This is an optimization exercise on Yosys and OpenROAD, whose aim is small area and a short achievable clock period, not a production implementation.
Function was checked by simulation only, so behaviour that the tests miss may differ from the original.

== main ==
==> flow/design.v <==
module dec_unit (
    input  wire         clk,
    input  wire         rst,       
    input  wire         trig,      
    input  wire [1:0]   op,        
    input  wire [127:0] a,
    input  wire [127:0] b,
    output reg  [127:0] r,         
    output wire         done,      
    output reg          cpl,       
    output reg          dov,       
    output reg          exc,       
    output wire [15:0]  detail     
);
    reg [127:0] a_q, b_q;          
    reg         chk_q;
    reg [4:0]   cnt;               
    reg         done_q;            
    reg         pre_q;             
    reg         sh_q, lg_q;        
    reg         es_q;              
    reg         na_q;              
    reg         c_q;               
    reg         g_q;               
    reg         z_q;               
    reg         fa_q;              
    reg         bop_q;             
    reg [4:0]   bidx_q;            
    assign done   = done_q;
    assign detail = {4'd0, bidx_q, bop_q, 1'b1, 5'd0};
    wire first  = (cnt == 5'd1);
    wire over15 = |(a_q[127:64] | b_q[127:64]);
    wire over23 = |(a_q[127:96] | b_q[127:96]);
    wire p1     = first | (sh_q ? (cnt == 5'd2)
                                : ((cnt[4:2] == 3'd0) & (cnt[1:0] != 2'd0)) | (cnt == 5'd4));
    wire p2     = es_q & ~g_q & (sh_q ? ((cnt == 5'd3) | (cnt == 5'd4))
                                      : ((cnt[4:2] == 3'd1) & (cnt[1:0] != 2'd0)) | (cnt == 5'd8));
    wire half   = first ? ~over15 : (sh_q | (cnt > 5'd8));
    wire fseg   = first | (cnt[0] & (sh_q | cnt[3] | cnt[4] | ~cnt[1]));
    wire nin    = es_q & (p1 | p2);            
    reg [31:0] sl;
    reg [7:0]  bad_a, bad_b, nz;
    reg        c;
    reg [3:0]  x, y, o;
    reg [4:0]  t;
    reg        co, c0, c1;
    integer i;
    always @* begin
        c = first ? es_q : (fseg ? 1'b0 : c_q);
        for (i = 0; i < 8; i = i + 1) begin
            x = a_q[4*i +: 4];
            y = b_q[4*i +: 4];
            if (nin) y = {~(y[3] | y[2] | y[1]), y[2] ^ y[1], y[1], ~y[0]};
            t  = {1'b0, x} + {1'b0, y};
            c0 = t[4] | (t[3] & (t[2] | t[1]));           
            c1 = t[4] | (t[3] & (t[2] | t[1] | t[0]));    
            co = c ? c1 : c0;
            o  = t[3:0] + {1'b0, co, co, c};
            if (p2) o = {~(o[3] | o[2] | o[1]), o[2] ^ o[1], o[1], ~o[0]};
            sl[4*i +: 4] = o;
            bad_a[i] = a_q[4*i+3] & (a_q[4*i+2] | a_q[4*i+1]);
            bad_b[i] = b_q[4*i+3] & (b_q[4*i+2] | b_q[4*i+1]);
            nz[i]    = |o;
            if (i == 0 && fseg) begin
                sl[3:0]  = first ? b_q[3:0] : a_q[3:0];    
                bad_a[0] = ~chk_q & (a_q[3:0] < 4'hA);
                bad_b[0] = b_q[3:0] < 4'hA;
                nz[0]    = 1'b0;
            end else
                c = co;
        end
    end
    function [2:0] low8(input [7:0] v);
        integer j;
        begin
            low8 = 3'd0;
            for (j = 7; j >= 0; j = j - 1)
                if (v[j]) low8 = j[2:0];
        end
    endfunction
    wire [1:0] seg = cnt[1:0] - 2'd1;
    wire       neg_r   = es_q ? (g_q ? (na_q & ~z_q) : ~na_q)
                              : (na_q & ~(z_q & ~g_q));
    wire [3:0] sign_r  = chk_q ? a_q[3:0] : {3'b110, neg_r};
    wire       cdig    = sh_q & ~es_q & g_q;      
    wire       invalid = exc;
    wire       a_bad   = |bad_a;
    wire       b_bad   = |bad_b;
    wire       near    = lg_q ? (cnt == 5'd16) :
                         sh_q ? (cnt == 5'd4) : (cnt == 5'd10);
    wire       fin     = pre_q & ~trig;
    wire       r_wr    = ~rst & fin & ~invalid;
    wire       r_hold  = ~rst & ~(fin & ~invalid);
    wire ld_a  = trig & ~op[1];
    wire t_h   = ~trig & half;                 
    wire t_f   = ~trig & ~half;                
    wire na_ld = (a[3:0] == 4'hB) || (a[3:0] == 4'hD);
    wire nb_ld = (b[3:0] == 4'hB) || (b[3:0] == 4'hD);
    always @(posedge clk) begin
        if (trig) begin
            chk_q <= op[1];
            na_q  <= na_ld;
            es_q  <= ~op[1] & (na_ld ^ nb_ld ^ op[0]);
        end
        a_q[31:0]   <= (a[31:0]   & {32{ld_a}}) | (a_q[63:32] & {32{~trig}});
        a_q[63:32]  <= (a[63:32]  & {32{ld_a}}) | (sl & {32{t_h}}) | (a_q[95:64] & {32{t_f}});
        a_q[95:64]  <= (a[95:64]  & {32{ld_a}}) | (a_q[127:96] & {32{~trig}});
        a_q[127:96] <= (a[127:96] & {32{ld_a}}) | (a_q[95:64] & {32{t_h}}) | (sl & {32{t_f}});
        b_q <= (b & {128{trig}}) | ({32'd0, b_q[127:32]} & {128{~trig}});
        if (first) begin
            sh_q <= ~over15;
            lg_q <= over23;
        end
        c_q <= c;
        if (p1) begin
            g_q  <= c;
            z_q  <= ~(|nz) & (first | z_q);
            fa_q <= a_bad | (fa_q & ~first);
            exc  <= a_bad | b_bad | (exc & ~first);
            if (a_bad & (~fa_q | first)) begin
                bop_q  <= 1'b0;
                bidx_q <= {seg, low8(bad_a)};
            end else if (b_bad & (~exc | first)) begin
                bop_q  <= 1'b1;
                bidx_q <= {seg, low8(bad_b)};
            end
        end
        cnt    <= trig ? 5'd1 : cnt + 5'd1;
        dov    <= ~invalid & ~es_q & g_q & lg_q;
        pre_q <= ~rst & ~trig & ~done_q & near;
        r <= ({a_q[127:65], a_q[64] | cdig, a_q[63:4], sign_r} & {128{r_wr}})
           | (r & {128{r_hold}});
        if (rst) begin
            done_q <= 1'b1;
            cpl    <= 1'b0;
        end else begin
            done_q <= ~trig & (done_q | pre_q);
            cpl    <= fin;
        end
    end
endmodule
==> flow/config.mk <==
export PLATFORM = sky130hd
export DESIGN_NAME = dec_unit
export DESIGN_NICKNAME = dec_unit
export VERILOG_FILES = /design/flow/design.v
export SDC_FILE = /design/flow/constraint.sdc
export NUM_CORES = 4
export LEC_CHECK = 0
export CAP_MARGIN = 20
export CORE_MARGIN = 2
export CORE_UTILIZATION = 65
export SLEW_MARGIN = 60
==> flow/constraint.sdc <==
create_clock -name core_clock -period 70.0 [get_ports {clk}]
set_input_delay 14.0000 -clock core_clock [delete_from_list [all_inputs] [get_ports {clk}]]
set_output_delay 14.0000 -clock core_clock [all_outputs]
set_load 0.01 [all_outputs]
standard.sh (not shown) runs the stock make flow with config.mk's settings and CLKGATE_MAP_FILE= SYNTH_SCRIPT=/design/flow/synth_recipe.tcl, a recipe that flattens the netlist after the stock synthesis.
==> flow/flow/run.sh <==
#!/bin/bash
# Standard ORFS layout, with the port buffers made from the smallest buffer
# cell (every input and output port still gets its own buffer), a two-level
# buffer tree for the trigger input's high-fanout nets before repair_design,
# and a clock tree of larger sink clusters from small buffers, without dummy
# loads.
set -euo pipefail
export BUFFER_PORTS_ARGS="-buffer_cell sky130_fd_sc_hd__buf_1"
export PRE_RESIZE_TCL="$PWD/flow/pre_resize.tcl"
export CTS_ARGS="-sink_clustering_enable -repair_clock_nets -dont_use_dummy_load -sink_clustering_size 14 -sink_clustering_max_diameter 90 -buf_list {sky130_fd_sc_hd__clkbuf_4 sky130_fd_sc_hd__clkbuf_8}"
bash standard.sh > standard.log 2>&1
==> flow/flow/pre_resize.tcl <==
# Split the high-fanout nets fed by the trig input into groups of nearby
# loads, each driven by its own buffer placed at the group's centre, so
# that they get a shallow two-level tree instead of a chain.
set group_size 32
set buf_cell sky130_fd_sc_hd__buf_8
set dbu [[ord::get_db_tech] getDbUnitsPerMicron]

proc load_pins_of {net} {
  set res {}
  foreach pin [get_pins -of_objects $net] {
    if {[get_property $pin direction] ne "input"} { continue }
    set inst [sta::sta_to_db_inst [get_cells -of_objects $pin]]
    set box [$inst getBBox]
    lappend res [list [expr {([$box xMin] + [$box xMax]) / 2}] [expr {([$box yMin] + [$box yMax]) / 2}] $pin]
  }
  return $res
}

proc split_net {net} {
  global group_size buf_cell dbu
  set loads [load_pins_of $net]
  set n [llength $loads]
  if {$n <= $group_size} { return }
  set k [expr {int(ceil(double($n) / $group_size))}]
  set cols [expr {int(ceil(sqrt($k)))}]
  set per_col [expr {int(ceil(double($n) / $cols))}]
  set byx [lsort -integer -index 0 $loads]
  set made 0
  for {set c 0} {$c < $cols} {incr c} {
    set col [lrange $byx [expr {$c * $per_col}] [expr {($c + 1) * $per_col - 1}]]
    if {[llength $col] == 0} { continue }
    set rows [expr {int(ceil(double([llength $col]) / $group_size))}]
    set per_row [expr {int(ceil(double([llength $col]) / $rows))}]
    set byy [lsort -integer -index 1 $col]
    for {set r 0} {$r < $rows} {incr r} {
      set grp [lrange $byy [expr {$r * $per_row}] [expr {($r + 1) * $per_row - 1}]]
      if {[llength $grp] == 0} { continue }
      set sx 0; set sy 0; set pins {}
      foreach l $grp { incr sx [lindex $l 0]; incr sy [lindex $l 1]; lappend pins [lindex $l 2] }
      set cx [expr {double($sx) / [llength $grp] / $dbu}]
      set cy [expr {double($sy) / [llength $grp] / $dbu}]
      insert_buffer -buffer_cell $buf_cell -net $net -load_pins $pins -location [list $cx $cy]
      incr made
    }
  }
  puts "trig tree: [get_full_name $net] $n loads -> $made buffers"
}

# The net the trig input buffer drives, and the high-fanout nets of the gates
# it feeds.
set port_net [get_nets -of_objects [get_ports trig]]
set inbuf_pin [lindex [load_pins_of $port_net] 0 2]
set inbuf [get_cells -of_objects $inbuf_pin]
set trig_net [get_nets -of_objects [get_pins -of_objects $inbuf -filter "direction==output"]]
set second {}
foreach l [load_pins_of $trig_net] {
  set cell [get_cells -of_objects [lindex $l 2]]
  if {[get_property [get_lib_cells -of_objects $cell] is_sequential]} { continue }
  foreach opin [get_pins -of_objects $cell -filter "direction==output"] {
    set onet [get_nets -of_objects $opin]
    if {[llength [get_pins -of_objects $onet]] > $group_size + 1} { lappend second $onet }
  }
}
split_net $trig_net
foreach net $second { split_net $net }
main did not make it past 3_4_place_resized, where a tool error ended it.
For the feature branch, these inputs were changed with respect to main:
diff --git a/flow/flow/pre_resize.tcl b/flow/flow/pre_resize.tcl
--- a/flow/flow/pre_resize.tcl
+++ b/flow/flow/pre_resize.tcl
@@ -50,6 +50,8 @@
 # it feeds.
-set port_net [get_nets -of_objects [get_ports trig]]
-set inbuf_pin [lindex [load_pins_of $port_net] 0 2]
-set inbuf [get_cells -of_objects $inbuf_pin]
-set trig_net [get_nets -of_objects [get_pins -of_objects $inbuf -filter "direction==output"]]
+set inbuf ""
+foreach it [[[[ord::get_db_block] findBTerm trig] getNet] getITerms] { set inbuf [$it getInst] }
+set trig_net ""
+foreach it [$inbuf getITerms] {
+  if {[$it isOutputSignal]} { set trig_net [get_nets [[$it getNet] getName]] }
+}
 set second {}
Status(the feature branch) = ERROR, stage = 3_4_place_resized. Status: count of cell types in the netlist parity (main, the feature branch). main → the feature branch: adder and majority cell fraction of the synthesized area closely matched the old numbers; starting density of the core level; number of placement rows flat; final estimated routing congestion in global placement now sits at about the same level. The feature branch -> main: gate count after technology mapping delta 0, exact match. Re chip height: no difference whatsoever between the feature branch and main. main and the feature branch ended up with nearly the same total I/O pin count. Synthesized area: the feature branch vs main identical.
